This design comes from an exercise in tuning for small area, a short achievable clock period and few clock cycles per item on the open sky130 flow, not from production work. At most, simulation tests tie the RTL to the original design; equivalence was not proved. Only the layout flow was run in runs 6 and 7; the RTL was not checked for function there. No driver is modelled on the clock port, so clocking that relies on it looks cheaper here than on a real chip. Power figures rest on the tool's default switching activity, not on a simulated workload.

File: flow/design.v
module bfp_compress (
    input  wire        clk,
    input  wire        rst,          
    input  wire        in_valid,
    output wire        in_ready,
    input  wire [1:0]  in_fmt,       
    input  wire [23:0] in_i,
    input  wire [23:0] in_q,
    output wire        out_valid,
    input  wire        out_ready,
    output wire [7:0]  out_data,
    output wire        out_last
);
    localparam integer N = 11;       
    localparam [1:0] ST_IDLE = 2'd0, ST_A = 2'd1, ST_B = 2'd2;
    reg        rdy_r;
    reg [1:0]  st;
    reg [23:0] r0_i, r0_q;
    reg [1:0]  fmt_in;
    reg [3:0]  icnt;
    reg        r0_first, r0_last;
    reg [3:0]  s_cur;
    reg        sat_i, sat_q;
    wire take = in_valid & rdy_r;
    function [15:0] nofit;
        input [23:0] x;
        input [4:0]  b;
        integer s, j;
        reg w, o, a, xb;
        begin
            nofit = 16'd0;
            for (s = 0; s <= 15; s = s + 1) begin
                w = 1'b1; o = 1'b0; a = 1'b1; xb = 1'b0;
                for (j = 0; j <= 22; j = j + 1) begin
                    if (s == 0) begin
                        if (j >= b - 1) begin
                            o = o | x[j];
                            a = a & x[j];
                        end
                    end else begin
                        if (j >= s - 1 && j <= b + s - 2)
                            w = w & x[j];
                        if (j >= b - 1 + s)
                            o = o | x[j];
                        if (j >= b + s)
                            a = a & x[j];
                        if (j == b - 1 + s)
                            xb = x[j];
                    end
                end
                if (b - 1 + s == 23)
                    xb = x[23];
                if (s + b <= 24) begin
                    if (s == 0)
                        nofit[s] = x[23] ? ~a : o;
                    else if (x[23])
                        nofit[s] = ~a | (~xb & ~w);
                    else
                        nofit[s] = o | w;
                end
            end
        end
    endfunction
    wire [15:0] nf_i = (fmt_in == 2'd2) ? nofit(r0_i, 5'd12) : nofit(r0_i, 5'd9);
    wire [15:0] nf_q = (fmt_in == 2'd2) ? nofit(r0_q, 5'd12) : nofit(r0_q, 5'd9);
    wire [3:0]  smax = (fmt_in == 2'd2) ? 4'd12 : 4'd15;
    wire [14:0] base_t;
    genvar gk;
    generate
        for (gk = 1; gk <= 15; gk = gk + 1) begin : g_bt
            assign base_t[gk-1] = ~r0_first & (s_cur >= gk);
        end
    endgenerate
    wire [14:0] lim_t  = (fmt_in == 2'd2) ? 15'h0fff : 15'h7fff;
    wire [14:0] new_t  = (base_t | nf_i[14:0] | nf_q[14:0]) & lim_t;
    wire [3:0]  s_new;
    assign s_new[3] = new_t[7];
    assign s_new[2] = (new_t[3] & ~new_t[7]) | new_t[11];
    assign s_new[1] = (new_t[1] & ~new_t[3]) | (new_t[5] & ~new_t[7]) |
                      (new_t[9] & ~new_t[11]) | new_t[13];
    assign s_new[0] = (new_t[0] & ~new_t[1]) | (new_t[2] & ~new_t[3]) |
                      (new_t[4] & ~new_t[5]) | (new_t[6] & ~new_t[7]) |
                      (new_t[8] & ~new_t[9]) | (new_t[10] & ~new_t[11]) |
                      (new_t[12] & ~new_t[13]) | new_t[14];
    function [13:0] bfp_field;
        input [23:0] x;
        input [3:0]  a;
        input        sat;
        input        b12;
        reg signed [24:0] t;
        reg signed [24:0] v;
        reg               sb;
        integer j;
        begin
            t  = {x, 1'b0};
            v  = t >>> a;
            sb = 1'b0;
            for (j = 0; j <= 22; j = j + 1)
                if (j + 2 <= a)
                    sb = sb | x[j];
            if (sat)
                bfp_field = x[23] ? {(b12 ? 13'h1000 : 13'h1e00), 1'b0}
                                  : {(b12 ? 13'h0ffe : 13'h01fe), 1'b0};
            else if (b12 && (v[13] ^ v[12]))
                bfp_field = {13'h1000, 1'b0};
            else
                bfp_field = {v[12:0], sb};
        end
    endfunction
    function [15:0] fix16;
        input [23:0] x;
        reg up;
        begin
            up = x[7] & ((|x[6:0]) | x[8]);
            if (x[23:8] == 16'h7fff)
                fix16 = 16'h7fff;
            else
                fix16 = x[23:8] + {15'd0, up};
        end
    endfunction
    wire        is_bfp_in = (fmt_in != 2'd0);
    wire [31:0] slot_in = is_bfp_in ?
        {bfp_field(r0_i, s_cur, sat_i, fmt_in[1]),
         bfp_field(r0_q, s_cur, sat_q, fmt_in[1]), s_cur} :
        {fix16(r0_i), fix16(r0_q)};
    reg [31:0]  fd [0:N-1];
    reg [N-1:0] fv;
    reg         meta_v;
    reg [1:0]   meta_fmt;
    reg [3:0]   meta_s;
    wire        pop;
    wire        meta_pop;
    wire        full = &fv;
    wire        tail_acc = ~full | pop;
    wire        wr = (st == ST_B) & tail_acc;
    reg [N-1:0] shift;
    reg [N-1:0] fv_next;
    integer i;
    always @(*) begin
        for (i = 0; i < N; i = i + 1) begin
            shift[i] = pop | ~(&(fv | ~((2 << i) - 1)));
            if (shift[i])
                fv_next[i] = (i == N - 1) ? wr : fv[i+1];
            else
                fv_next[i] = fv[i];
        end
    end
    always @(posedge clk) begin
        for (i = 0; i < N; i = i + 1)
            if (shift[i])
                fd[i] <= (i == N - 1) ? slot_in : fd[i+1];
    end
    wire      r0_free = (st == ST_IDLE) | ((st == ST_B) & wr);
    reg [1:0] st_next;
    always @(*) begin
        if (take)                     st_next = ST_A;
        else if (st == ST_A)          st_next = ST_B;
        else if (st == ST_B && !wr)   st_next = ST_B;
        else                          st_next = ST_IDLE;
    end
    always @(posedge clk) begin
        if (r0_free) begin
            r0_i     <= in_i;
            r0_q     <= in_q;
            r0_first <= (icnt == 4'd0);
            r0_last  <= (icnt == 4'd11);
        end
        if (take && icnt == 4'd0)
            fmt_in <= (in_fmt == 2'd3) ? 2'd0 : in_fmt;
        if (st == ST_A) begin
            s_cur <= s_new;
            sat_i <= nf_i[smax];
            sat_q <= nf_q[smax];
        end
    end
    always @(posedge clk) begin
        if (rst) begin
            st     <= ST_IDLE;
            icnt   <= 4'd0;
            fv     <= {N{1'b0}};
        end else begin
            st    <= st_next;
            if (take)
                icnt <= (icnt == 4'd11) ? 4'd0 : icnt + 4'd1;
            fv    <= fv_next;
        end
    end
    reg        ph;           
    reg [3:0]  scnt;         
    reg [3:0]  hd;           
    wire g_load;
    assign pop      = g_load & ph;
    assign meta_pop = g_load & ph & (scnt == 4'd11);
    wire   g_first  = ~ph & (scnt == 4'd0);
    wire   g_last   = ph & (scnt == 4'd11);
    wire [31:0] head = fd[0];
    wire [12:0] hv   = ph ? head[17:5] : head[31:19];
    wire        hs   = ph ? head[4]    : head[18];
    wire [15:0] hm   = ph ? head[15:0] : head[31:16];
    reg signed [16:0] vx;
    reg signed [16:0] qx;
    reg               rb, stk, hup;
    always @(*) begin
        vx  = {{4{hv[12]}}, hv};
        qx  = (vx >>> 1) >>> hd;
        rb  = vx[hd];
        stk = hs | |(vx[15:0] & ~(16'hffff << hd));
        hup = rb & (stk | qx[0]);
    end
    reg         b_first;
    always @(posedge clk) b_first <= (st == ST_A);
    wire        mset      = (st == ST_B) & b_first & r0_last;
    wire [31:0] head_next = shift[0] ? ((N == 1) ? slot_in : fd[1]) : fd[0];
    wire [3:0]  ms_next   = mset ? s_cur : meta_s;
    always @(posedge clk) begin
        hd <= ms_next - head_next[3:0];
    end
    always @(posedge clk) begin
        if (rst) begin
            ph     <= 1'b0;
            scnt   <= 4'd0;
            meta_v <= 1'b0;
        end else begin
            if (g_load) begin
                ph <= ~ph;
                if (ph)
                    scnt <= (scnt == 4'd11) ? 4'd0 : scnt + 4'd1;
            end
            if (mset)
                meta_v <= 1'b1;
            else if (meta_pop)
                meta_v <= 1'b0;
        end
        if (mset) begin
            meta_fmt <= fmt_in;
            meta_s   <= s_cur;
        end
    end
    reg       ov, ol, sk_l;
    reg [7:0] od, sk_d;
    wire      acc = ~ov | out_ready;
    reg [15:0] gb;
    reg [4:0]  gc;
    reg        gexp;
    reg        glast;
    reg        sk_v;
    wire       g_bfp    = (meta_fmt != 2'd0);
    wire       exp_now  = g_load & g_first & g_bfp & ~sk_v & ~gc[4] & ~gc[3];
    wire       dir_now  = g_load & ~g_bfp & ~sk_v & ~gc[4] & ~gc[3];
    wire       emit     = ~sk_v & (gexp | gc[4] | gc[3] | exp_now | dir_now);
    wire       emit_buf = emit & ~gexp & ~exp_now & ~dir_now;
    wire [4:0] c_after  = emit_buf ? gc - 5'd8 : gc;
    reg        cl_r;         
    assign g_load = fv[0] & meta_v & cl_r;
    wire [15:0] m = (meta_fmt == 2'd0) ? hm : {4'd0, qx[11:0] + {11'd0, hup}};
    reg  [15:0] gb_ld;
    reg  [4:0]  gb_b;
    always @(*) begin
        case (meta_fmt)
            2'd1:    begin gb_ld = {gb[6:0], m[8:0]};  gb_b = 5'd9;  end
            2'd2:    begin gb_ld = {gb[3:0], m[11:0]}; gb_b = 5'd12; end
            default: begin gb_ld = m;                  gb_b = 5'd16; end
        endcase
    end
    wire [3:0] meta_e = (meta_fmt == 2'd1) ? ~meta_s : 4'd12 - meta_s;
    reg  [8:0] gsel;
    wire [4:0] gc_next = g_load ? (dir_now ? 5'd8 : c_after + gb_b) : c_after;
    reg  [7:0] sel_byte;
    integer sb;
    always @(*) begin
        sel_byte = 8'd0;
        for (sb = 0; sb <= 8; sb = sb + 1)
            sel_byte = sel_byte | ({8{gsel[sb]}} & gb[sb + 7 -: 8]);
    end
    wire [7:0] core_byte = (gexp | exp_now) ? {4'd0, meta_e} :
                           dir_now ? hm[15:8] : sel_byte;
    wire       core_last = ~gexp & ~exp_now & ~dir_now & glast & (gc == 5'd8);
    always @(posedge clk) begin
        for (sb = 0; sb <= 8; sb = sb + 1)
            gsel[sb] <= (gc_next == sb + 8);
        if (g_load) begin
            gb <= gb_ld;
        end
    end
    wire gexp_next = (g_load & g_first) ? (g_bfp & ~exp_now) : (gexp & ~emit);
    wire sk_v_next = ~acc & (sk_v | emit);
    always @(posedge clk) begin
        if (rst) begin
            gc    <= 5'd0;
            gexp  <= 1'b0;
            glast <= 1'b0;
            cl_r  <= 1'b1;
        end else begin
            gc    <= gc_next;
            gexp  <= gexp_next;
            cl_r  <= (gc_next < 5'd8) | (~gc_next[4] & ~gexp_next & ~sk_v_next);
            if (g_load)
                glast <= g_last;
        end
    end
    always @(posedge clk) begin
        if (rst) begin
            ov   <= 1'b0;
            sk_v <= 1'b0;
        end else if (acc) begin
            ov   <= sk_v | emit;
            sk_v <= 1'b0;
        end else if (emit) begin
            sk_v <= 1'b1;
        end
        if (acc) begin
            od <= sk_v ? sk_d : core_byte;
            ol <= sk_v ? sk_l : core_last;
        end
        if (!acc && emit) begin
            sk_d <= core_byte;
            sk_l <= core_last;
        end
    end
    wire ph_next     = g_load ? ~ph : ph;
    wire mv_next     = mset | (meta_v & ~meta_pop);
    wire cl_next     = (gc_next < 5'd8) | (~gc_next[4] & ~gexp_next & ~sk_v_next);
    wire pop_next    = fv_next[0] & mv_next & cl_next & ph_next;
    always @(posedge clk) begin
        if (rst)
            rdy_r <= 1'b1;
        else
            rdy_r <= (st_next == ST_IDLE) |
                     ((st_next == ST_B) & (~(&fv_next) | pop_next));
    end
    assign in_ready  = rdy_r;
    assign out_valid = ov;
    assign out_data  = od;
    assign out_last  = ol;
endmodule
File: flow/flow/run.sh
#!/bin/bash
# Standard ORFS layout (bash standard.sh) with these changes:
#  - port buffers are buf_1 cells (the timing repair upsizes the ones on
#    critical paths) instead of the resizer's default choice
#  - clock tree without dummy loads, with larger sink clusters
#  - repair_timing aims at a setup slack of 8.93 ns
# make's output goes to make_finish.log; ORFS keeps per-step logs under orfs/logs.
set -euo pipefail
export BUFFER_PORTS_ARGS="-buffer_cell sky130_fd_sc_hd__buf_1"
export CTS_ARGS="-sink_clustering_enable -repair_clock_nets -dont_use_dummy_load -sink_clustering_size 20 -sink_clustering_max_diameter 80 -buf_list {sky130_fd_sc_hd__clkbuf_8 sky130_fd_sc_hd__clkbuf_16}"
export SETUP_SLACK_MARGIN=8.93
bash standard.sh > make_finish.log 2>&1
File: flow/standard.sh
#!/bin/bash
# synth_recipe.tcl (not shown) runs the flow's synth.tcl, then flattens the netlist and writes it again
# the make line also repeats each setting of config.mk as NAME=value (left out here)
make -C /OpenROAD-flow-scripts/flow DESIGN_CONFIG=/design/flow/config.mk WORK_HOME=/design/flow/orfs CLKGATE_MAP_FILE= SYNTH_SCRIPT=/design/flow/synth_recipe.tcl "${@:-finish}"
File: flow/config.mk
export PLATFORM = sky130hd
export DESIGN_NAME = bfp_compress
export DESIGN_NICKNAME = bfp_compress
export VERILOG_FILES = /design/flow/design.v
export SDC_FILE = /design/flow/constraint.sdc
export NUM_CORES = 4
export LEC_CHECK = 0
export CAP_MARGIN = 20
export CORE_MARGIN = 2
export CORE_UTILIZATION = 60
export PLACE_DENSITY = 0.7
export SLEW_MARGIN = 20
File: flow/constraint.sdc
create_clock -name core_clock -period 12.5 [get_ports {clk}]
set_input_delay 2.5000 -clock core_clock [delete_from_list [all_inputs] [get_ports {clk}]]
set_output_delay 2.5000 -clock core_clock [all_outputs]
set_load 0.01 [all_outputs]
==> results_dict.tcl, run 1 <==
set metrics [dict create \
    status "timing/DRC/antenna clean" \
    grt_max_degree 74 \
    antenna_found_initial 0 \
    async_reset_ff_share_pct 0 \
    reg2reg_depth 7 \
    rows 72 \
    slew_headroom_pct 33.17 \
    first_pass_iters 6 \
    critPathBufInv 1 \
    die_y_um 201.3 \
    nets 1932 \
    routed_wl_um 52660 \
    slew_viol_final 0 \
    via_per_inst 6.492 \
    slowest_delay_ps 360 \
    synth_area_leaders "edfxtp_1 57%, dfxtp_1 4.8%, mux4_2 4.2%" \
    drv_cap 0 \
    p_leak_nw 9.011 \
    r2r_end "s_cur[0]" \
    cp_num_cells 1 \
    p_per_area_mw_per_mm2 137.2 \
    place_congestion 0.9407 \
    crit_path_start "ol" \
    hold_viol_final 0 \
    yosysMostFrequentCell "edfxtp_1" \
    yosysSeqAreaShare_pct 61.61 \
    dp_hpwl_um 36300 \
    coreArea_mm2 0.03856 \
    yosysWarnings 2 \
    first_iter_violations 1536 \
    netlist_area_mm2 0.02336 \
    grt_overflow 0 \
    synth_area_per_cell_um2 12.57 \
    track_usage_pct 25.90 \
    r2r_slack_ps 9070 \
    die-area_mm2 0.04053 \
    peakVddDrop_mv 0.1103 \
    tightest_slew_ps 1000 \
    grt_pass1_wl_um 82930 \
    drive_gt1_share_pct 10.09 \
    syn_inst 1858 \
    grt_pass1_vias 14842 \
    rsz0062_at_grt "true" \
    portBuffers 64 \
    cp.arrival_ps 1100 \
    ys.flop_type "edfxtp_1" \
    fin_crit_ps 3604 \
    critPathCapture "out_last" \
    cts_tree "built" \
    htree_levels 1 \
    drc_errors 0 \
    cts_made_buffers 31 \
    cts_root_buffer "clkbuf_16" \
    ys_top_cells_by_count "442 x edfxtp_1, 151 x nand2_1, 126 x nor2_1" \
    reg2reg_from "r0_i[22]" \
    finalSetupViolCount 0 \
    fmax_mhz 277.4 \
    slowest_stage "edfxtp_1" \
    cts_buffer_depth 3 \
    clock_latency_ps 610 \
    synth_top_area_share_pct 56.81 \
    crit_chain "buf_1" \
    wl_per_cell_um 22.20 \
    vias 15398 \
    final_core_util_pct 64.82 \
    fin_worst_skew_ps 86.68 \
    crit_family "flip-flops" \
    fin_crit_sh_pct 28.83 \
    diodes 0 \
    ys_ff_latch 498 \
    path_class "reg2out" \
    holdCritPathClass "reg2reg" \
    synth_nets 1934 \
    cp_max_fo 1 \
    syn2layout_area_growth_pct 6.978 \
    synth_top_cell_by_area "edfxtp_1" \
    synth_cell_types 76 \
    cp.required_ps 10000 \
    ios 65 \
    setup.worst_path.start_class "register" \
    clkTransAtPathRegs_ps 90 \
    cts_num_sinks 498 \
    fin_setup_tns_ps 0 \
    critPathCaptureType "output port" \
    initial_core_util_pct 60.60 \
    synth-edff-count 442 \
    die_w_um 201.3 \
    ant_nets 0 \
]
[cell families (layout without fill, tap and decap cells)]
kind of cell | after synthesis | after routing | synth area share [%]
AOI/OAI and AO/OA | 413 | 413 | 11.37
xor gates and xnor gates | 48 | 48 | 1.799
adders and majority gates | 22 | 22 | 1.210
buffers and inverters | 186 | 180 | 3.111
DFF | 498 | 498 | 61.61
muxes | 163 | 163 | 9.527
and+or+nand+nor | 528 | 530 | 11.37
[layer usage]
metal / global-route usage (%) / vias up / wire, µm
li1: - / 7146 / -
met1: 33.05 / 7504 / 20720
met2: 45.71 / 614 / 26950
met3: 2.932 / 134 / 2911
met4: 9.900 / 0 / 2076
met5: 0 / - / 0
[state kept, by name, indices dropped and copies added (netlist names), 8 cells and up]
register,count
fd,352
r0_i,24
r0_q,24
gb,16
fv,11
gsel,9
od,8
sk_d,8
[through the flow]
step	hold WS [ps]	cells	total power, mW	area, µm²	setup WS [ps]
global placement	400.5	2328	2.539	24010	7823
floorplan	400.3	1858	2.404	23500	8910
CTS	318.7	2370	3.451	24930	8855
finish	331.1	2372	3.429	24990	8896
global route	338.9	2372	3.563	24990	8827
detailed placement	404.5	2328	2.548	24010	7656
[report_power, final]
group	leakage (nW)	switching, mW	internal [mW]
clock network	0.382	0.474	0.435
logic	3.44	0.224	0.163
registers	5.19	0.112	2.02
total	9.01	0.810	2.62
[worst min path at each step]
stage | startpoint | end | slack (ps) | depth (start not counted)
finish | fd[9][19] | fd[8][19] | 330 | 0
global placement | fd[5][15] | fd[4][15] | 400 | 0
floorplan | fd[1][10] | fd[0][10] | 400 | 0
CTS | fd[9][19] | fd[8][19] | 320 | 0
detailed placement | fd[1][12] | fd[0][12] | 400 | 0
global route | fd[9][19] | fd[8][19] | 340 | 0
[final cells by class]
class,count,area [µm²]
Multi-Input combinational cell,1176,8372
Timing Repair Buffer,100,580.6
Timing Repair inverter,1,7.507
Tap cell,518,648.1
Fill cell,2990,13560
Sequential cell,498,14400
Clock buffer,31,775.7
Inverter,48,207.7
[layout by cell type, fill, tap and decap left out, drive strengths merged, types with 7 or more instances in the layout]
cell | netlist | routed
nor2b | 15 | 15
a21oi | 124 | 124
dfxtp | 56 | 56
or3 | 10 | 10
edfxtp | 442 | 442
xnor2 | 20 | 20
and4 | 28 | 28
buf | 23 | 93
inv | 48 | 47
a221oi | 17 | 17
o221ai | 7 | 7
a31oi | 36 | 36
xor2 | 28 | 28
o211ai | 14 | 14
a22oi | 19 | 19
and3 | 25 | 25
o22ai | 9 | 9
a41oi | 17 | 17
or4 | 12 | 13
nor2 | 126 | 126
clkbuf | 115 | 38
a211oi | 20 | 20
nand4 | 22 | 22
mux2 | 35 | 35
mux4 | 44 | 44
nor3 | 31 | 31
ha | 21 | 21
and2 | 20 | 20
o21ai | 88 | 88
nand2 | 151 | 151
nand3 | 45 | 46
nor4 | 11 | 11
a222oi | 9 | 9
nand2b | 11 | 11
mux2i | 84 | 84
[repair_timing]
action                     CTS  global route
setup endpoints to repair  196            77
buffers inserted             8             1
pin swaps                    3             2
hold buffers                 0             0
cloned                       3             1
resized for setup           13            11
Testbench counts, summed over its fixed seeds: cycles 17,443, blocks 480.
==> inputs of run 2 (changes only) <==
--- a/flow/flow/run.sh
+++ b/flow/flow/run.sh
@@ -9,3 +9,3 @@
 export BUFFER_PORTS_ARGS="-buffer_cell sky130_fd_sc_hd__buf_1"
-export CTS_ARGS="-sink_clustering_enable -repair_clock_nets -dont_use_dummy_load -sink_clustering_size 20 -sink_clustering_max_diameter 80 -buf_list {sky130_fd_sc_hd__clkbuf_8 sky130_fd_sc_hd__clkbuf_16}"
+export CTS_ARGS="-sink_clustering_enable -repair_clock_nets -dont_use_dummy_load -sink_clustering_size 30 -sink_clustering_max_diameter 100 -buf_list {sky130_fd_sc_hd__clkbuf_8 sky130_fd_sc_hd__clkbuf_16}"
 export SETUP_SLACK_MARGIN=8.93
==> run 2 against run 1 <==
Compared with the run above: still clean; power down 4.8%; count of clock-buffer cells in the layout decreased by 10; critical path depth is the same; combinational power barely moved; sequential share of layout area rose by 0.52 points; final cell count shrank 0.25%; clock power fell by 18%; first-iteration DRC count is 0.98% lower; largest power group unchanged.
==> results_dict.tcl, run 2 <==
set metrics [dict create \
    async_reset_ff_share_pct 0 \
    rows 72 \
    die_y_um 201.3 \
    rsz0062_at_grt "true" \
    synth_top_area_share_pct 56.81 \
    critPathBufInv 1 \
    grt_overflow 0 \
    cts_buffer_depth 3 \
    first_pass_iters 7 \
    dpl_cell_area_mm2 0.02401 \
    use_met2_pct 45.38 \
    min_to "fd[8][19]" \
    htree_levels 1 \
    yosysWarnings 2 \
    status "timing/DRC/antenna clean" \
    reg2reg_from "r0_i[21]" \
    r2r_slack_ps 9060 \
    syn_inst 1858 \
    clkTransAtPathRegs_ps 110 \
    slew_headroom_pct 35.90 \
    fillerInstances 3016 \
    synth_cell_types 76 \
    synth_area_leaders "edfxtp_1 57%, dfxtp_1 4.8%, mux4_2 4.2%" \
    slowest_stage "edfxtp_1" \
    fmax_mhz 278.4 \
    cp.required_ps 10000 \
    hold_ws_ps 372.9 \
    grt_max_degree 74 \
    cts_made_buffers 21 \
    ys_ff_latch 498 \
    ant_nets 0 \
    synth_area_per_cell_um2 12.57 \
    first_iter_violations 1521 \
    vias 15266 \
    hold_viol_final 0 \
    slowest_delay_ps 380 \
    met1_usage_pct 32.97 \
    synth-edff-count 442 \
    finalSetupViolCount 0 \
    reg2reg_depth 7 \
    dp_hpwl_um 36300 \
    drive_gt1_share_pct 9.794 \
    synth_top_cell_by_area "edfxtp_1" \
    die-area_mm2 0.04053 \
    fin_crit_sh_pct 28.73 \
    finalPower_mw 3.264 \
    slew_viol_final 0 \
    clock_latency_ps 570 \
    via_per_inst 6.452 \
    wl_per_cell_um 22.07 \
    top_register "fd" \
    yosysSeqAreaShare_pct 61.61 \
    ios 65 \
    fin_crit_ps 3592 \
    fin_area_mm2 0.02477 \
    diodes 0 \
    cts_tree "built" \
    top_regs "fd (352), r0_i (24), r0_q (24)" \
    initial_core_util_pct 60.60 \
    final_common_cell "edfxtp_1" \
    coreArea_mm2 0.03856 \
    cp.arrival_ps 1090 \
    use_met3_pct 2.786 \
    cts_num_sinks 498 \
    fin_worst_skew_ps 67.15 \
    yosysMostFrequentCell "edfxtp_1" \
    die_w_um 201.3 \
    synth_nets 1934 \
    ys_top_cells_by_count "442 x edfxtp_1, 151 x nand2_1, 126 x nor2_1" \
    cts_hold_buf 0 \
    peakVddDrop_mv 0.1361 \
    p_leak_nw 8.906 \
    path_class "reg2out" \
    setup.worst_path.start_class "register" \
    critPathCaptureType "output port" \
    nets 1926 \
    min_path_cells 0 \
    crit_family "flip-flops" \
    portBuffers 64 \
    largest_reg_flops 352 \
    grt-busiest-layer "met2" \
    crit_chain "clkbuf_2" \
    ys.flop_type "edfxtp_1" \
    drv_cap 0 \
    r2r_end "s_cur[0]" \
    syn2layout_area_growth_pct 6.025 \
    tightest_slew_ps 959.5 \
    p_per_area_mw_per_mm2 131.8 \
    grt_pass1_vias 14782 \
    place_congestion 0.9407 \
    drc_errors 0 \
    routed_wl_um 52230 \
    cts_root_buffer "clkbuf_16" \
    cp_max_fo 1 \
    layout_common_cells "442 x edfxtp_1, 151 x nand2_1, 124 x nor2_1" \
    worstHoldStart "fd[9][19]" \
    grt_pass1_wl_um 82410 \
    holdCritPathClass "reg2reg" \
    netlist_area_mm2 0.02336 \
    track_usage_pct 25.70 \
    antenna_found_initial 0 \
    fin_setup_tns_ps 0 \
]
-- run 2: cell counts after synthesis --
Identical to the previous run, type by type.
-- run 2: timing repair --
action / in CTS / in global routing
gates cloned: 3 / 1
gates resized for setup: 12 / 11
pin swaps: 3 / 0
endpoints found under the setup margin: 196 / 83
setup buffers: 8 / 5
-- run 2: metal layers --
metal  wire length (µm)  share of wire (%)  vias to the layer above
met5                  0                  0                        -
met4               2052                3.9                        0
met3               2877                5.5                      126
met2              26770                 51                      592
met1              20520                 39                     7411
li1                   -                  -                     7137
-- run 2: worst register-to-register path: stages, from the launching register on --
cell      delay [ps]
edfxtp_1         640
or4_1            760
or4_4            590
or4_4            460
mux2i_1          150
nand3_1          100
a32oi_1          240
nand4_1          180
-- run 2: area by class of cell --
type                       count  area, µm²  area share [%]
sequential                   498      14400           58.14
multi-input combinational   1176       8372           33.80
tap                          518      648.1           2.616
timing repair buffer         104      608.1           2.455
clock buffer                  21      525.5           2.121
inverter                      48      207.7          0.8385
timing repair inverter         1      7.507         0.03031
-- run 2: cells by family after synthesis --
logic type                 synth area share (%)
and+or+nand+nor                           11.37
adders and majority gates                 1.210
xor gates and xnor gates                  1.799
AOI/OAI and AO/OA                         11.37
DFF                                       61.61
muxes                                     9.527
buffers and inverters                     3.111
-- run 2: worst max path at each step --
stage                  endpoint  slack (ps)  depth (start not counted)  startpoint
floorplan             fd[10][0]        8910                         12        cl_r
global placement     fd[10][11]        7820                          9          ph
detailed placement   fd[10][11]        7660                          9          ph
CTS                 out_data[7]        8860                          1       od[7]
global route             gb[10]        8760                         13          ph
finish              out_data[6]        8910                          1       od[6]
-- run 2: stage by stage --
| step | utilization, % | setup WS [ps] | cells |
|---|---|---|---|
| final | 64.25 | 8908 | 2366 |
| after detailed placement | 62.27 | 7656 | 2328 |
| after floorplan | - | 8910 | 1858 |
| after global routing | 64.25 | 8764 | 2366 |
| after global placement | 62.27 | 7823 | 2328 |
| after CTS | 63.98 | 8864 | 2360 |
-- run 2: power by group --
part | switching [mW] | internal [mW]
Clock | 0.443 | 0.303
Combinational | 0.224 | 0.164
Sequential | 0.110 | 2.02
Total | 0.777 | 2.49
==> inputs of run 3 (changes only) <==
--- a/flow/design.v
+++ b/flow/design.v
@@ -24,43 +24,40 @@
     wire take = in_valid & rdy_r;
-    function [15:0] nofit;
+    function [15:0] nofit2;
         input [23:0] x;
-        input [4:0]  b;
+        input        f12;
+        reg [24:0] o, a;         
+        reg [15:0] w9, n9, n12;
+        reg        w12, xb;
         integer s, j;
-        reg w, o, a, xb;
         begin
-            nofit = 16'd0;
-            for (s = 0; s <= 15; s = s + 1) begin
-                w = 1'b1; o = 1'b0; a = 1'b1; xb = 1'b0;
-                for (j = 0; j <= 22; j = j + 1) begin
-                    if (s == 0) begin
-                        if (j >= b - 1) begin
-                            o = o | x[j];
-                            a = a & x[j];
-                        end
-                    end else begin
-                        if (j >= s - 1 && j <= b + s - 2)
-                            w = w & x[j];
-                        if (j >= b - 1 + s)
-                            o = o | x[j];
-                        if (j >= b + s)
-                            a = a & x[j];
-                        if (j == b - 1 + s)
-                            xb = x[j];
-                    end
-                end
-                if (b - 1 + s == 23)
-                    xb = x[23];
-                if (s + b <= 24) begin
-                    if (s == 0)
-                        nofit[s] = x[23] ? ~a : o;
-                    else if (x[23])
-                        nofit[s] = ~a | (~xb & ~w);
-                    else
-                        nofit[s] = o | w;
-                end
+            o[24] = 1'b0; a[24] = 1'b1;
+            o[23] = 1'b0; a[23] = 1'b1;
+            for (j = 22; j >= 0; j = j - 1) begin
+                o[j] = o[j+1] | x[j];
+                a[j] = a[j+1] & x[j];
             end
+            w9 = 16'd0;
+            for (s = 1; s <= 15; s = s + 1) begin
+                w9[s] = 1'b1;
+                for (j = s - 1; j <= s + 7; j = j + 1)
+                    w9[s] = w9[s] & x[j];
+            end
+            n9  = 16'd0;
+            n12 = 16'd0;
+            n9[0]  = x[23] ? ~a[8]  : o[8];
+            n12[0] = x[23] ? ~a[11] : o[11];
+            for (s = 1; s <= 15; s = s + 1) begin
+                xb = x[8 + s];
+                n9[s] = x[23] ? (~a[9 + s] | (~xb & ~w9[s])) : (o[8 + s] | w9[s]);
+            end
+            for (s = 1; s <= 12; s = s + 1) begin
+                xb  = x[11 + s];
+                w12 = w9[s + 3] & x[s + 1] & x[s] & x[s - 1];
+                n12[s] = x[23] ? (~a[12 + s] | (~xb & ~w12)) : (o[11 + s] | w12);
+            end
+            nofit2 = f12 ? n12 : n9;
         end
     endfunction
-    wire [15:0] nf_i = (fmt_in == 2'd2) ? nofit(r0_i, 5'd12) : nofit(r0_i, 5'd9);
-    wire [15:0] nf_q = (fmt_in == 2'd2) ? nofit(r0_q, 5'd12) : nofit(r0_q, 5'd9);
+    wire [15:0] nf_i = nofit2(r0_i, fmt_in == 2'd2);
+    wire [15:0] nf_q = nofit2(r0_q, fmt_in == 2'd2);
     wire [3:0]  smax = (fmt_in == 2'd2) ? 4'd12 : 4'd15;
@@ -95,3 +92,6 @@
             t  = {x, 1'b0};
-            v  = t >>> a;
+            v  = a[3] ? (t >>> 8) : t;
+            v  = a[2] ? (v >>> 4) : v;
+            v  = a[1] ? (v >>> 2) : v;
+            v  = a[0] ? (v >>> 1) : v;
             sb = 1'b0;
--- a/flow/flow/run.sh
+++ b/flow/flow/run.sh
@@ -5,2 +5,3 @@
 #  - clock tree without dummy loads, with larger sink clusters
+#  - output port buffers set to buf_8 after clock tree synthesis (flow/post_cts.tcl)
 #  - repair_timing aims at a setup slack of 8.93 ns
@@ -9,4 +10,5 @@
 export BUFFER_PORTS_ARGS="-buffer_cell sky130_fd_sc_hd__buf_1"
-export CTS_ARGS="-sink_clustering_enable -repair_clock_nets -dont_use_dummy_load -sink_clustering_size 30 -sink_clustering_max_diameter 100 -buf_list {sky130_fd_sc_hd__clkbuf_8 sky130_fd_sc_hd__clkbuf_16}"
+export CTS_ARGS="-sink_clustering_enable -repair_clock_nets -dont_use_dummy_load -sink_clustering_size 25 -sink_clustering_max_diameter 100 -buf_list {sky130_fd_sc_hd__clkbuf_8 sky130_fd_sc_hd__clkbuf_16}"
 export SETUP_SLACK_MARGIN=8.93
+export POST_CTS_TCL="$PWD/flow/post_cts.tcl"
 bash standard.sh > make_finish.log 2>&1
==> flow/flow/post_cts.tcl (new file) <==
# Resize the buffer of each output port to buf_8 (same footprint), then
# re-legalize the placement.
foreach port [get_ports -filter "direction == output"] {
  set net [get_nets -of_objects $port]
  foreach pin [get_pins -of_objects $net -filter "direction == output"] {
    set inst [get_cells -of_objects $pin]
    set cell [get_property [get_lib_cells -of_objects $inst] name]
    if {[string match "sky130_fd_sc_hd__*buf_*" $cell]} {
      puts "output buffer [get_full_name $inst] $cell -> sky130_fd_sc_hd__buf_8"
      replace_cell $inst sky130_fd_sc_hd__buf_8
    }
  }
}
detailed_placement
check_placement -verbose
==> run 3 against run 2 <==
Compared with the run above: the flow now stops in 4_1_cts; synthesized cell count decreased by 0.81%; synthesized area is 0.88% lower.
==> results_dict.tcl, run 3 <==
set metrics [dict create \
    netlist_area_mm2 0.02316 \
    cts_num_sinks 498 \
    portBuffers 64 \
    die_y_um 200.5 \
    synth_top_cell_by_area "edfxtp_1" \
    synth-edff-count 442 \
    synth_top_area_share_pct 57.31 \
    yosysMostFrequentCell "edfxtp_1" \
    place_congestion 0.9706 \
    synth_cell_types 82 \
    synth_nets 1919 \
    synth_area_per_cell_um2 12.57 \
    initial_core_util_pct 61.19 \
    ys_top_cells_by_count "442 x edfxtp_1, 149 x nand2_1, 131 x nor2_1" \
    lastStage "4_1_cts" \
    tool.error "[ERROR STA-0100] unsupported object type Port." \
    ys_ff_latch 498 \
    dp_slack_ps 8271 \
    dp.cells 2301 \
    status "stopped before the end" \
    synth_area_leaders "edfxtp_1 57%, dfxtp_1 4.8%, mux2i_1 4.3%" \
    rows 71 \
    yosysWarnings 2 \
    yosysSeqAreaShare_pct 62.15 \
    syn_inst 1843 \
    dp_hpwl_um 36410 \
    ys.flop_type "edfxtp_1" \
    ios 65 \
    die_w_um 200.5 \
    async_reset_ff_share_pct 0 \
]
==> run 3: changes by cell type after synthesis, sizes merged, moves of 11 or more <==
cell / delta
o21ai: -25
a21oi: -19
mux4: -17
mux2i: +15
xor2: -14
and4: -11
==> run 3: power by group through the flow <==
stage,Clock [mW],Sequential [mW],Combinational (mW)
2_1_floorplan,0,2.09,0.298
3_3_place_gp,0,2.17,0.352
3_5_place_dp,0,2.17,0.353
==> run 3: worst max path at each step <==
stage / start / end / slack [ps] / cells past startpoint
floorplan: out_ready / cl_r / 8930 / 5
global placement: ph / rdy_r / 8370 / 11
detailed placement: ph / rdy_r / 8270 / 11
==> run 3: cells by family after synthesis <==
kind of cell / synth area share, %
buffers and inverters: 3.139
XOR/XNOR: 1.626
adder cells (fa/ha/maj): 1.221
AND/OR/NAND/NOR: 11.69
flip-flops: 62.15
AO/OA/AOI/OAI: 11.79
multiplexers: 8.380
==> run 3: through the flow <==
step                      cell area [µm²]  hold slack (ps)
after global placement              23710            400.2
after floorplan                     23250            400.3
after detailed placement            23710            404.5
Testbench counts of run 3, summed over its fixed seeds: cycles 17,443, blocks 480.
==> inputs of run 4 (changes only) <==
==> flow/flow/post_cts.tcl (replaced) <==
# Resize the buffer that drives each output port to buf_8 (same footprint),
# then re-legalize the placement.
set block [ord::get_db_block]
foreach bterm [$block getBTerms] {
  if {[$bterm getIoType] != "OUTPUT"} { continue }
  set net [$bterm getNet]
  foreach iterm [$net getITerms] {
    if {![$iterm isOutputSignal]} { continue }
    set inst [$iterm getInst]
    set master [[$inst getMaster] getName]
    if {[string match "sky130_fd_sc_hd__*buf_*" $master]} {
      puts "output buffer [$inst getName] $master -> sky130_fd_sc_hd__buf_8"
      replace_cell [get_cells [$inst getName]] sky130_fd_sc_hd__buf_8
    }
  }
}
detailed_placement
check_placement -verbose
==> run 4 against run 3 <==
Compared with the run above: now clean on timing, DRC and antenna; synthesized area stayed put; synthesized cell count unchanged.
==> results_dict.tcl, run 4 <==
set metrics [dict create \
    first_iter_violations 1576 \
    antenna_found_initial 0 \
    top_register "fd" \
    hold_ws_ps 380.4 \
    drc_errors 0 \
    routed_wl_um 52800 \
    ys_ff_latch 498 \
    drive_gt1_share_pct 9.310 \
    portBuffers 64 \
    cts_num_sinks 498 \
    slew_headroom_pct 31.38 \
    fin_setup_tns_ps 0 \
    ys_top_cells_by_count "442 x edfxtp_1, 149 x nand2_1, 131 x nor2_1" \
    yosysSeqAreaShare_pct 62.15 \
    syn_inst 1843 \
    dp_hpwl_um 36410 \
    track_usage_pct 25.90 \
    reg2reg_depth 7 \
    grt_pass1_vias 14523 \
    cp.required_ps 10000 \
    grt_pass1_wl_um 82300 \
    final_common_cell "edfxtp_1" \
    synth_nets 1919 \
    fin_crit_ps 3599 \
    setup.worst_path.start_class "register" \
    die_w_um 200.5 \
    critPathBufInv 1 \
    coreArea_mm2 0.03784 \
    crit_chain "buf_8" \
    fmax_mhz 277.8 \
    synth-xor-area-share_pct 1.626 \
    syn2layout_area_growth_pct 6.213 \
    crit_family "flip-flops" \
    synth_fa_ha_area_share_pct 1.221 \
    initial_core_util_pct 61.19 \
    hold_viol_final 0 \
    largest_reg_flops 352 \
    via_per_inst 6.488 \
    layout_common_cells "442 x edfxtp_1, 147 x nand2_1, 130 x nor2_1" \
    yosysWarnings 2 \
    cp_num_cells 1 \
    synth_cell_types 82 \
    fin_worst_skew_ps 84.69 \
    synth-edff-count 442 \
    grt_overflow 0 \
    clock_latency_ps 580 \
    netlist_area_mm2 0.02316 \
    slew_viol_final 0 \
    holdCritPathClass "reg2reg" \
    synthMuxAreaShare_pct 8.380 \
    peakVddDrop_mv 0.1340 \
    tightest_slew_ps 1029 \
    status "timing/DRC/antenna clean" \
    slowest_stage "edfxtp_1" \
    critPathCaptureType "output port" \
    first_pass_iters 9 \
    die_y_um 200.5 \
    min_path_cells 0 \
    synth_top_family_by_area "compound AO/OA/AOI/OAI gates" \
    synth_area_leaders "edfxtp_1 57%, dfxtp_1 4.8%, mux2i_1 4.3%" \
    clkTransAtPathRegs_ps 100 \
    drv_cap 0 \
    vias 15163 \
    stdcell_count 2337 \
    dp_slack_ps 8271 \
    cp_max_fo 1 \
    die-area_mm2 0.04018 \
    p_per_area_mw_per_mm2 134.0 \
    ios 65 \
    p_leak_nw 8.872 \
    fin_crit_sh_pct 28.79 \
    timing.final.ws_setup_ps 8901 \
    diodes 0 \
    cp.arrival_ps 1100 \
    path_class "reg2out" \
    cts_tree "built" \
    synth_top_area_share_pct 57.31 \
    rsz0062_at_grt "true" \
    ys.flop_type "edfxtp_1" \
    place_congestion 0.9706 \
    nets 1904 \
    synth_area_per_cell_um2 12.57 \
    grt_max_degree 61 \
    finalSetupViolCount 0 \
    top_regs "fd (352), r0_i (24), r0_q (24)" \
    synth_top_cell_by_area "edfxtp_1" \
    synth-simple-area-share_pct 11.69 \
    wl_per_cell_um 22.59 \
    rows 71 \
    slowest_delay_ps 430 \
    dp.cells 2301 \
    async_reset_ff_share_pct 0 \
    ant_nets 0 \
    synth-compound-area-share_pct 11.79 \
    yosysMostFrequentCell "edfxtp_1" \
]
## run 4: cell counts after synthesis
Identical to the previous run, type by type.
## run 4: worst paths after layout
kind | from | to | slack, ps
min reg2reg | fd[4][28] | fd[3][28] | 380
min | fd[4][28] | fd[3][28] | 380
max reg2reg | r0_i[22] | s_cur[0] | 9070
max | od[5] | out_data[5] | 8900
## run 4: layer usage
layer / GRT usage, % / vias up / routed length, µm
met1: 34.89 / 7336 / 21540
met4: 9.021 / 0 / 1883
met3: 2.727 / 131 / 3229
met2: 44.27 / 654 / 26150
li1: - / 7042 / -
met5: 0 / - / 0
## run 4: per-stage QoR
stage | total power, mW | cell area (µm²) | utilization, %
2_1_floorplan | 2.393 | 23250 | -
3_3_place_gp | 2.518 | 23710 | 62.65
3_5_place_dp | 2.528 | 23710 | 62.65
5_1_grt | 3.427 | 24600 | 65.00
6_report | 3.296 | 24600 | 65.00
## run 4: cell families after synthesis
| family | count (synthesis) |
|---|---|
| adder cells (fa/ha/maj) | 22 |
| AND/OR/NAND/NOR | 542 |
| AO/OA/AOI/OAI | 403 |
| multiplexers | 156 |
| XOR/XNOR | 43 |
| flip-flops | 498 |
| buffers and inverters | 179 |
## run 4: area by class of cell
cell class                      count  area (µm²)
Tap cell                          511       639.4
Sequential cell                   498       14400
Timing Repair inverter              1       7.507
Inverter                           43       181.4
Multi-Input combinational cell   1167        8152
Clock buffer                       24       600.6
Fill cell                        2948       13250
Timing Repair Buffer               93       616.8
## run 4: report_power, final
group          internal, mW  switching [mW]
combinational         0.156           0.209
clock                 0.342           0.453
sequential             2.02           0.117
==> inputs of run 5 (changes only) <==
--- a/flow/flow/run.sh
+++ b/flow/flow/run.sh
@@ -5,3 +5,3 @@
 #  - clock tree without dummy loads, with larger sink clusters
-#  - output port buffers set to buf_8 after clock tree synthesis (flow/post_cts.tcl)
+#  - output port buffers set to buf_4 after clock tree synthesis (flow/post_cts.tcl)
 #  - repair_timing aims at a setup slack of 8.93 ns
@@ -10,3 +10,3 @@
 export BUFFER_PORTS_ARGS="-buffer_cell sky130_fd_sc_hd__buf_1"
-export CTS_ARGS="-sink_clustering_enable -repair_clock_nets -dont_use_dummy_load -sink_clustering_size 25 -sink_clustering_max_diameter 100 -buf_list {sky130_fd_sc_hd__clkbuf_8 sky130_fd_sc_hd__clkbuf_16}"
+export CTS_ARGS="-sink_clustering_enable -repair_clock_nets -dont_use_dummy_load -sink_clustering_size 25 -sink_clustering_max_diameter 100 -buf_list {sky130_fd_sc_hd__clkbuf_4 sky130_fd_sc_hd__clkbuf_16}"
 export SETUP_SLACK_MARGIN=8.93
--- a/flow/flow/post_cts.tcl
+++ b/flow/flow/post_cts.tcl
@@ -1,2 +1,2 @@
-# Resize the buffer that drives each output port to buf_8 (same footprint),
+# Resize the buffer that drives each output port to buf_4 (same footprint),
 # then re-legalize the placement.
@@ -11,4 +11,4 @@
     if {[string match "sky130_fd_sc_hd__*buf_*" $master]} {
-      puts "output buffer [$inst getName] $master -> sky130_fd_sc_hd__buf_8"
-      replace_cell [get_cells [$inst getName]] sky130_fd_sc_hd__buf_8
+      puts "output buffer [$inst getName] $master -> sky130_fd_sc_hd__buf_4"
+      replace_cell [get_cells [$inst getName]] sky130_fd_sc_hd__buf_4
     }
==> run 5 against run 4 <==
Compared with the run above: still clean; sequential cell count is the same; worst setup slack gained 28 ps; non-clock buffer count is the same; via count shrank 0.30%; register-to-register slack lost 20 ps; die area is the same; wire length is essentially flat; final cell count is the same; critical path type unchanged; critical endpoint is now out_data[4]; largest power group unchanged.
==> results_dict.tcl, run 5 <==
set metrics [dict create \
    power_switching_share_pct 23.65 \
    diodes 0 \
    grt_max_degree 61 \
    cp_num_cells 1 \
    reg2reg_depth 7 \
    die_y_um 200.5 \
    cts_num_sinks 498 \
    syn2layout_area_growth_pct 5.970 \
    first_iter_violations 1686 \
    cp_max_fo 1 \
    cp.arrival_ps 1070 \
    path_class "reg2out" \
    dp_hpwl_um 36410 \
    fillerInstances 2955 \
    stdcell_count 2337 \
    yosysWarnings 2 \
    syn_inst 1843 \
    critPathCaptureType "output port" \
    track_usage_pct 25.86 \
    antenna_found_initial 0 \
    slowest_stage "edfxtp_1" \
    top_regs "fd (352), r0_i (24), r0_q (24)" \
    netlist_area_mm2 0.02316 \
    ys_ff_latch 498 \
    rsz0062_at_grt "true" \
    ant_nets 0 \
    synth_top_area_share_pct 57.31 \
    synth_area_leaders "edfxtp_1 57%, dfxtp_1 4.8%, mux2i_1 4.3%" \
    cp.required_ps 10000 \
    status "timing/DRC/antenna clean" \
    crit_family "flip-flops" \
    place_congestion 0.9706 \
    combPwrFrac_pct 11.1 \
    peakVddDrop_mv 0.1346 \
    p_leak_nw 8.857 \
    slew_viol_final 0 \
    crit_path_start "od[4]" \
    reg2reg_from "r0_i[22]" \
    via_per_inst 6.469 \
    timing.final.ws_setup_ps 8929 \
    clock_latency_ps 580 \
    p_switching_mw 0.7794 \
    grt_overflow 0 \
    fmax_mhz 280.0 \
    die-area_mm2 0.04018 \
    ys.flop_type "edfxtp_1" \
    fin_worst_skew_ps 86.60 \
    drive_gt1_share_pct 9.310 \
    top_register "fd" \
    fin_crit_sh_pct 28.57 \
    crit_chain "buf_4" \
    rows 71 \
    hold_viol_final 0 \
    fin_crit_ps 3571 \
    setup.worst_path.start_class "register" \
    synth_nets 1919 \
    portBuffers 64 \
    grt_pass1_wl_um 82190 \
    dp.cells 2301 \
    r2r_slack_ps 9050 \
    drv_cap 0 \
    synth_cell_types 82 \
    critPathBufInv 1 \
    async_reset_ff_share_pct 0 \
    r2r_end "s_cur[0]" \
    slew_headroom_pct 32.50 \
    slowest_delay_ps 390 \
    holdCritPathClass "reg2reg" \
    clockPowerShare_pct 24.1 \
    routed_wl_um 52770 \
    clkTransAtPathRegs_ps 100 \
    wl_per_cell_um 22.58 \
    yosysMostFrequentCell "edfxtp_1" \
    dp_slack_ps 8271 \
    critPathCapture "out_data[4]" \
    coreArea_mm2 0.03784 \
    p_per_area_mw_per_mm2 134.3 \
    grt_pass1_vias 14499 \
    ios 65 \
    nets 1904 \
    first_pass_iters 7 \
    fin_setup_tns_ps 0 \
    synth-edff-count 442 \
    tightest_slew_ps 1013 \
    largest_reg_flops 352 \
    final_common_cell "edfxtp_1" \
    p_int_mw 2.516 \
    cts_tree "built" \
    yosysSeqAreaShare_pct 62.15 \
    layout_common_cells "442 x edfxtp_1, 147 x nand2_1, 130 x nor2_1" \
    drc_errors 0 \
    finalSetupViolCount 0 \
    initial_core_util_pct 61.19 \
    ys_top_cells_by_count "442 x edfxtp_1, 149 x nand2_1, 131 x nor2_1" \
    seqPwrFrac_pct 64.8 \
    die_w_um 200.5 \
    synth_area_per_cell_um2 12.57 \
    synth_top_cell_by_area "edfxtp_1" \
    min_path_cells 0 \
    vias 15118 \
]
run 5: cell types whose count changed in the layout (fill, tap and decap cells not counted):
cell / change
buf_6: +7
buf_4: +4
buf_8: -11
run 5: worst min path at each step:
stage | start | endpoint | slack (ps)
global placement | fd[2][26] | fd[1][26] | 400
floorplan | fd[1][10] | fd[0][10] | 400
global route | fd[4][28] | fd[3][28] | 390
detailed placement | fd[1][20] | fd[0][20] | 400
finish | fd[4][15] | fd[3][15] | 380
run 5: cell families after synthesis:
family | Yosys count | synth area share, %
AO/OA/AOI/OAI | 403 | 11.79
XOR/XNOR | 43 | 1.626
adder cells (fa/ha/maj) | 22 | 1.221
buffers and inverters | 179 | 3.139
flip-flops | 498 | 62.15
multiplexers | 156 | 8.380
AND/OR/NAND/NOR | 542 | 11.69
run 5: power by group through the flow:
stage,clock (mW),combinational (mW),sequential [mW]
after detailed placement,0,0.353,2.17
after global placement,0,0.352,2.17
final,0.796,0.365,2.13
after global routing,0.875,0.398,2.15
after floorplan,0,0.298,2.09
run 5: final cells by class:
type / count / area [µm²] / area share (%)
well taps: 511 / 639.4 / 2.605
multi-input cells: 1167 / 8152 / 33.22
repair buffers: 93 / 560.5 / 2.284
clock buffers: 24 / 600.6 / 2.447
flip-flops and latches: 498 / 14400 / 58.68
inverters: 43 / 181.4 / 0.7393
repair inverters: 1 / 7.507 / 0.03059
run 5: per-stage QoR:
stage | area (µm²) | util [%] | power [mW] | hold slack [ps]
final | 24540 | 64.85 | 3.296 | 378.5
after global routing | 24540 | 64.85 | 3.427 | 386.9
after detailed placement | 23710 | 62.65 | 2.528 | 404.5
after global placement | 23710 | 62.65 | 2.518 | 400.2
after floorplan | 23250 | - | 2.393 | 400.3
run 5: worst reg2reg max path: stages, from the launching register on:
cell and delay [ps]:
edfxtp_1 610, or4_4 570, or4_4 550, nor2_4 140
or4b_1 440, a311o_1 360, o2bb2ai_1 130, or4_1 390
run 5: layer usage:
metal	vias to the layer above	global-route usage [%]	routed length, µm
met2	643	44.22	26140
met4	0	9.021	1890
met5	-	0	0
met1	7315	34.82	21560
met3	126	2.727	3190
li1	7034	-	-
==> inputs of run 6 (changes only) <==
--- a/flow/design.v
+++ b/flow/design.v
@@ -265,11 +265,4 @@
     wire [3:0] meta_e = (meta_fmt == 2'd1) ? ~meta_s : 4'd12 - meta_s;
-    reg  [8:0] gsel;
     wire [4:0] gc_next = g_load ? (dir_now ? 5'd8 : c_after + gb_b) : c_after;
-    reg  [7:0] sel_byte;
-    integer sb;
-    always @(*) begin
-        sel_byte = 8'd0;
-        for (sb = 0; sb <= 8; sb = sb + 1)
-            sel_byte = sel_byte | ({8{gsel[sb]}} & gb[sb + 7 -: 8]);
-    end
+    wire [7:0] sel_byte = gb[gc - 5'd1 -: 8];
     wire [7:0] core_byte = (gexp | exp_now) ? {4'd0, meta_e} :
@@ -278,4 +271,2 @@
     always @(posedge clk) begin
-        for (sb = 0; sb <= 8; sb = sb + 1)
-            gsel[sb] <= (gc_next == sb + 8);
         if (g_load) begin
==> flow/flow/run.sh (replaced) <==
#!/bin/bash
# Standard ORFS layout (bash standard.sh) with these changes:
#  - port buffers are buf_1 cells (the timing repair upsizes the ones on
#    critical paths) instead of the resizer's default choice
#  - clock tree without dummy loads, with larger sink clusters
#  - repair_timing aims at a setup slack of 8.93 ns
# make's output goes to make_finish.log; ORFS keeps per-step logs under orfs/logs.
set -euo pipefail
export BUFFER_PORTS_ARGS="-buffer_cell sky130_fd_sc_hd__buf_1"
export CTS_ARGS="-sink_clustering_enable -repair_clock_nets -dont_use_dummy_load -sink_clustering_size 25 -sink_clustering_max_diameter 100 -buf_list {sky130_fd_sc_hd__clkbuf_8 sky130_fd_sc_hd__clkbuf_16}"
export SETUP_SLACK_MARGIN=8.93
bash standard.sh > make_finish.log 2>&1
removed: flow/flow/post_cts.tcl
==> run 6 against run 5 <==
Compared with the run above: clock skew decreased by 27 ps; non-clock buffer count increased by 20; via count increased by 4.3%; combinational power increased by 12%; final cell count increased by 2.5%; core utilization increased by 0.24 points; synthesized cell count increased by 1.6%; highest routed layer unchanged; still clean; critical path depth unchanged; sequential power about the same; fmax increased by 0.11%; first-iteration DRC count decreased by 18%.
==> results_dict.tcl, run 6 <==
set metrics [dict create \
    die-area_mm2 0.04093 \
    grt_pass1_wl_um 87050 \
    drc_errors 0 \
    synth_cell_types 84 \
    syn2layout_area_growth_pct 6.868 \
    final_core_util_pct 65.09 \
    die_y_um 202.3 \
    stdcell_count 2396 \
    r2r_slack_ps 9020 \
    dp_hpwl_um 38530 \
    cts_hold_buf 0 \
    cts_tree "built" \
    critPathCaptureType "output port" \
    timing.final.ws_setup_ps 8933 \
    routed_wl_um 56280 \
    slew_headroom_pct 37.51 \
    rsz0062_at_grt "true" \
    clkTransAtPathRegs_ps 90 \
    cts_num_sinks 489 \
    use_met2_pct 47.02 \
    min_to "fd[7][27]" \
    cts_root_buffer "clkbuf_16" \
    top_regs "fd (352), r0_i (24), r0_q (24)" \
    ios 65 \
    reg2reg_depth 11 \
    slowest_delay_ps 390 \
    slew_viol_final 0 \
    synth_nets 1950 \
    synth-edff-count 442 \
    slowest_stage "edfxtp_1" \
    hold_viol_final 0 \
    cts_made_buffers 24 \
    largest_reg_flops 352 \
    regArea_mm2 0.01424 \
    fin_worst_skew_ps 59.68 \
    synth_top_cell_by_area "edfxtp_1" \
    die_w_um 202.3 \
    synth_area_leaders "edfxtp_1 56%, mux4_2 4.6%, dfxtp_1 4.0%" \
    tightest_slew_ps 936.1 \
    fin_setup_tns_ps 0 \
    ant_nets 0 \
    fin_crit_sh_pct 28.54 \
    first_pass_iters 7 \
    dpl_cell_area_mm2 0.02418 \
    peakVddDrop_mv 0.1445 \
    track_usage_pct 27.45 \
    antenna_found_initial 0 \
    critPathBufInv 1 \
    yosysWarnings 2 \
    coreArea_mm2 0.03874 \
    nets 1958 \
    grt_pass1_vias 15017 \
    cp.required_ps 10000 \
    ys.flop_type "edfxtp_1" \
    cp_max_fo 1 \
    fillerInstances 2957 \
    top_register "fd" \
    place_congestion 0.9617 \
    crit_chain "clkbuf_2" \
    setup.worst_path.start_class "register" \
    vias 15774 \
    holdCritPathClass "reg2reg" \
    fin_crit_ps 3567 \
    portBuffers 64 \
    r2r_end "gb[10]" \
    grt-busiest-layer "met2" \
    ys_ff_latch 489 \
    drv_cap 0 \
    diodes 0 \
    fmax_mhz 280.3 \
    yosysSeqAreaShare_pct 60.24 \
    htree_levels 1 \
    grt_overflow 0 \
    p_leak_nw 9.012 \
    met1_usage_pct 36.82 \
    synth_top_area_share_pct 56.25 \
    p_per_area_mw_per_mm2 131.5 \
    ys_top_cells_by_count "442 x edfxtp_1, 138 x nor2_1, 128 x nand2_1" \
    netlist_area_mm2 0.02359 \
    dp_slack_ps 8133 \
    min_path_cells 0 \
    async_reset_ff_share_pct 0 \
    cts_buffer_depth 3 \
    rows 72 \
    use_met3_pct 2.628 \
    path_class "reg2out" \
    initial_core_util_pct 60.91 \
    final_common_cell "edfxtp_1" \
    finalSetupViolCount 0 \
    crit_family "flip-flops" \
    multiInputGateArea_mm2 0.008776 \
    worstHoldStart "fd[8][27]" \
    syn_inst 1872 \
    synth_area_per_cell_um2 12.60 \
    dp.cells 2342 \
    clock_latency_ps 580 \
    grt_max_degree 56 \
    drive_gt1_share_pct 11.61 \
    via_per_inst 6.583 \
    fin_area_mm2 0.02521 \
    cp.arrival_ps 1070 \
    first_iter_violations 1377 \
    yosysMostFrequentCell "edfxtp_1" \
    wl_per_cell_um 23.49 \
    layout_common_cells "442 x edfxtp_1, 135 x nor2_1, 125 x nand2_1" \
    reg2reg_from "fd[0][28]" \
    status "timing/DRC/antenna clean" \
]
## run 6: changes by cell type after synthesis, moves of 9 or more
cell	before	now
a22oi_1	18	7
mux2_2	30	19
buf_2	7	20
o31ai_1	7	16
a221o_1	13	2
inv_1	39	60
nand2_1	149	128
mux4_2	26	48
dfxtp_1	56	47
o21ai_0	63	77
mux2i_1	99	86
## run 6: layout make-up
type / instances / share of cell area (%)
inverters: 61 / 0.9478
repair buffers: 113 / 2.799
repair inverters: 1 / 0.02977
well taps: 518 / 2.570
multi-input cells: 1190 / 34.81
flip-flops and latches: 489 / 56.47
clock buffers: 24 / 2.382
## run 6: what timing repair did
item,4_1_cts,5_1_grt
pin swaps,2,4
setup buffers,11,15
setup endpoints to repair,129,89
resized for setup,22,33
gates cloned,3,0
## run 6: metrics by stage
stage	total power, mW	hold slack, ps
finish	3.316	386.0
global route	3.443	376.1
CTS	3.313	377.3
detailed placement	2.515	404.5
global placement	2.505	400.6
floorplan	2.373	400.3
## run 6: worst max path at each step
stage	depth (start not counted)	start	endpoint	slack, ps
6_report	1	od[4]	out_data[4]	8930
2_1_floorplan	15	fv[0]	rdy_r	8950
3_5_place_dp	8	gc[0]	od[1]	8130
3_3_place_gp	8	gc[0]	od[1]	8180
5_1_grt	1	od[4]	out_data[4]	8880
4_1_cts	1	od[4]	out_data[4]	8890
## run 6: where the power goes
group | leakage (nW) | switching [mW] | internal [mW]
Combinational | 3.66 | 0.229 | 0.181
Clock | 0.296 | 0.450 | 0.342
Sequential | 5.06 | 0.125 | 1.99
Total | 9.01 | 0.804 | 2.51
## run 6: routing by layer
layer	up-vias	share of wire [%]
met5	-	0
met4	0	3.7
met3	129	6.1
met2	675	50
met1	7750	40
li1	7220	-
## run 6: logic make-up after synthesis
| logic type | count (synthesis) | share of synthesized area, % |
|---|---|---|
| AOI/OAI and AO/OA | 411 | 11.45 |
| xor gates and xnor gates | 50 | 1.856 |
| adders and majority gates | 24 | 1.305 |
| buffers and inverters | 194 | 3.346 |
| DFF | 489 | 60.24 |
| muxes | 163 | 10.20 |
| and+or+nand+nor | 541 | 11.59 |
==> inputs of run 7 (changes only) <==
--- a/flow/design.v
+++ b/flow/design.v
@@ -189,3 +189,2 @@
     reg [3:0]  scnt;         
-    reg [3:0]  hd;           
     wire g_load;
@@ -199,2 +198,3 @@
     wire [15:0] hm   = ph ? head[15:0] : head[31:16];
+    wire [3:0]  hd   = meta_s - head[3:0];    
     reg signed [16:0] vx;
@@ -212,7 +212,2 @@
     wire        mset      = (st == ST_B) & b_first & r0_last;
-    wire [31:0] head_next = shift[0] ? ((N == 1) ? slot_in : fd[1]) : fd[0];
-    wire [3:0]  ms_next   = mset ? s_cur : meta_s;
-    always @(posedge clk) begin
-        hd <= ms_next - head_next[3:0];
-    end
     always @(posedge clk) begin
@@ -265,4 +260,11 @@
     wire [3:0] meta_e = (meta_fmt == 2'd1) ? ~meta_s : 4'd12 - meta_s;
+    reg  [8:0] gsel;
     wire [4:0] gc_next = g_load ? (dir_now ? 5'd8 : c_after + gb_b) : c_after;
-    wire [7:0] sel_byte = gb[gc - 5'd1 -: 8];
+    reg  [7:0] sel_byte;
+    integer sb;
+    always @(*) begin
+        sel_byte = 8'd0;
+        for (sb = 0; sb <= 8; sb = sb + 1)
+            sel_byte = sel_byte | ({8{gsel[sb]}} & gb[sb + 7 -: 8]);
+    end
     wire [7:0] core_byte = (gexp | exp_now) ? {4'd0, meta_e} :
@@ -271,2 +273,4 @@
     always @(posedge clk) begin
+        for (sb = 0; sb <= 8; sb = sb + 1)
+            gsel[sb] <= (gc_next == sb + 8);
         if (g_load) begin
==> run 7 against run 6 <==
Compared with the run above: still clean on timing, DRC and antenna; power down 0.21%; wire length shrank 7.0%; first-iteration DRC count shrank 5.2%; clock power grew 1%; synthesized cell count fell by 5.2%; critical path type is now reg2reg; highest routed layer unchanged.
==> results_dict.tcl, run 7 <==
set metrics [dict create \
    p_leak_nw 8.652 \
    p_per_area_mw_per_mm2 135.5 \
    slew_viol_final 0 \
    routed_wl_um 52360 \
    rsz0062_at_grt "true" \
    hold_viol_final 0 \
    synth_area_leaders "edfxtp_1 60%, dfxtp_1 3.9%, mux2i_1 3.7%" \
    top_register "fd" \
    cp.required_ps 12770 \
    slew_headroom_pct 32.32 \
    die_w_um 198.5 \
    cts_root_buffer "clkbuf_16" \
    fin_crit_sh_pct 28.71 \
    fmax_mhz 278.6 \
    cp.arrival_ps 3860 \
    initial_core_util_pct 60.57 \
    holdCritPathClass "reg2reg" \
    p_int_mw 2.519 \
    yosysWarnings 2 \
    syn2layout_area_growth_pct 7.571 \
    first_pass_iters 5 \
    vias 14682 \
    timing.final.ws_setup_ps 8911 \
    power_switching_share_pct 23.89 \
    finalSetupViolCount 0 \
    fin_crit_ps 3589 \
    grt_pass1_vias 13896 \
    peakVddDrop_mv 0.1195 \
    tightest_slew_ps 1013 \
    synth_area_per_cell_um2 12.79 \
    wl_per_cell_um 22.81 \
    rows 71 \
    largest_reg_flops 352 \
    netlist_area_mm2 0.02271 \
    synth_top_cell_by_area "edfxtp_1" \
    combPwrFrac_pct 12.2 \
    dpl_cell_area_mm2 0.02331 \
    layout_common_cells "450 x edfxtp_1, 139 x nand2_1, 120 x nor2_1" \
    portBuffers 64 \
    first_iter_violations 1306 \
    antenna_found_initial 0 \
    place_congestion 0.9876 \
    syn_inst 1775 \
    status "timing/DRC/antenna clean" \
    p_switching_mw 0.7905 \
    fin_area_mm2 0.02443 \
    synth-edff-count 450 \
    ant_nets 0 \
    cts_made_buffers 24 \
    drc_errors 0 \
    fin_worst_skew_ps 63.17 \
    yosysSeqAreaShare_pct 63.39 \
    cts_num_sinks 494 \
    fin_setup_tns_ps 0 \
    coreArea_mm2 0.03749 \
    die_y_um 198.5 \
    clockPowerShare_pct 24.2 \
    ys.flop_type "edfxtp_1" \
    nets 1863 \
    hold_ws_ps 385.5 \
    clock_latency_ps 570 \
    seqPwrFrac_pct 63.6 \
    synth_nets 1851 \
    drive_gt1_share_pct 11.65 \
    grt_max_degree 66 \
    synth_cell_types 78 \
    dp_hpwl_um 35820 \
    via_per_inst 6.395 \
    path_class "reg2reg" \
    cts_buffer_depth 3 \
    die-area_mm2 0.03942 \
    drv_cap 0 \
    dp_slack_ps 7909 \
    grt_overflow 0 \
    htree_levels 1 \
    async_reset_ff_share_pct 0 \
    ys_ff_latch 494 \
    cp_max_fo 5 \
    diodes 0 \
    critPathCaptureType "register" \
    yosysMostFrequentCell "edfxtp_1" \
    ys_top_cells_by_count "450 x edfxtp_1, 141 x nand2_1, 123 x nor2_1" \
    ios 65 \
    grt_pass1_wl_um 80880 \
    setup.worst_path.start_class "register" \
    synth_top_area_share_pct 59.51 \
    track_usage_pct 26.71 \
    r2r_slack_ps 8910 \
    fillerInstances 2816 \
    cts_tree "built" \
    top_regs "fd (352), r0_i (24), r0_q (24)" \
    clkTransAtPathRegs_ps 100 \
    final_common_cell "edfxtp_1" \
]
run 7: changes by cell type in the layout (fill, tap and decap cells not counted), moves of 11 or more:
cell	change
mux4_2	-17
o22ai_1	-11
o21ai_1	+13
xnor2_1	-14
nand2_1	+14
o31ai_1	-14
nor2_1	-15
o21ai_0	-17
inv_1	-33
run 7: repair_timing:
item                       CTS  global route
hold buffers                 0             0
resized for setup           30            56
setup endpoints to repair  113           149
buffers inserted            13             9
gates cloned                 2             1
pin swaps                    8            14
run 7: area by class of cell:
type	count	area, µm²	area share [%]
Clock buffer	24	600.6	2.459
Timing Repair Buffer	110	645.6	2.643
Inverter	30	123.9	0.5071
Tap cell	511	639.4	2.617
Sequential cell	494	14400	58.95
Multi-Input combinational cell	1127	8018	32.82
run 7: layer usage:
| metal | track usage (%) | wire length (µm) |
|---|---|---|
| met4 | 8.181 | 1891 |
| met5 | 0 | 0 |
| met3 | 2.425 | 2816 |
| met2 | 46.38 | 26150 |
| met1 | 36.05 | 21500 |
run 7: stage by stage:
stage	util (%)	std cells	power [mW]
final	65.16	2296	3.309
after floorplan	-	1775	2.347
after global placement	62.18	2247	2.468
after CTS	64.40	2286	3.290
after detailed placement	62.18	2247	2.476
after global routing	65.16	2296	3.433
run 7: path summary, 6_finish.rpt:
check / start / to / cells after the start
worst max register to register: meta_s[0] / gb[4] / 17
worst min-delay path: fd[3][17] / fd[2][17] / 0
worst max-delay path: meta_s[0] / gb[4] / 17
worst min register to register: fd[3][17] / fd[2][17] / 0
run 7: cells by family after synthesis:
group,synth area share [%]
compound gates,10.89
fa+ha+maj,1.245
buf+inv,2.700
flops,63.39
mux,8.315
xor+xnor,1.774
simple gates,11.69
run 7: critical path, stage by stage, from the launching register on:
cell        delay [ps]
edfxtp_1           420
inv_2              100
ha_4               130
inv_2               40
fa_2               590
clkinvlp_4         160
buf_6              140
o31ai_4            210
a21oi_1            100
a21oi_1            180
nor4_2              70
a211oi_2           150
ha_2               270
ha_4               160
nand3_4            120
and2_4             220
a211oi_2           180
a31oi_1             70
run 7: power groups by stage:
stage               clock network [mW]  logic (mW)  registers [mW]
detailed placement                   0       0.335            2.14
finish                           0.801       0.404            2.10
CTS                              0.822       0.364            2.10
global route                     0.873       0.436            2.12
floorplan                            0       0.267            2.08
global placement                     0       0.336            2.13

-- static timing again, ports no longer ideal --
Ports are ideal in the flow. The routed layouts listed here were re-timed in OpenROAD.
Step 1 sets driving cells, clkbuf_16 on the clock port and buf_2 on the other inputs (assumed; they add their load-dependent delay and slew).
Step 2 adds t to the input delays and takes it off the output delays; t is the mean of the earliest and latest rising clock arrival at the registers after step 1. Input paths then give back, and output paths get back, about the clock's delay inside the block.
a / b / c = ideal / step 1 / step 2; a / b = the first two.
| run | t (ns) | slack for setup (ns) | worst setup path at the end | latest minus earliest clock arrival (ns) | slew at the worst register clock pin (ns) |
|---|---|---|---|---|---|
| run 1 | 0.629 | 8.896 / 8.836 / 8.527 | input to register | 0.087 / 0.087 | 0.09 / 0.09 |
| run 2 | 0.593 | 8.908 / 8.854 / 8.547 | input to register | 0.067 / 0.068 | 0.11 / 0.11 |
| run 4 | 0.593 | 8.901 / 8.843 / 8.521 | input to register | 0.086 / 0.085 | 0.10 / 0.10 |
| run 5 | 0.593 | 8.929 / 8.871 / 8.521 | input to register | 0.087 / 0.087 | 0.10 / 0.10 |
| run 6 | 0.610 | 8.933 / 8.875 / 8.714 | input to register | 0.069 / 0.068 | 0.09 / 0.09 |
| run 7 | 0.594 | 8.911 / 8.872 / 8.763 | input to register | 0.064 / 0.065 | 0.10 / 0.10 |
After both steps every run listed still meets setup and hold. The setup slack of run 5, which loses most, moves by -0.058 ns with the drivers and by -0.408 ns with both steps.
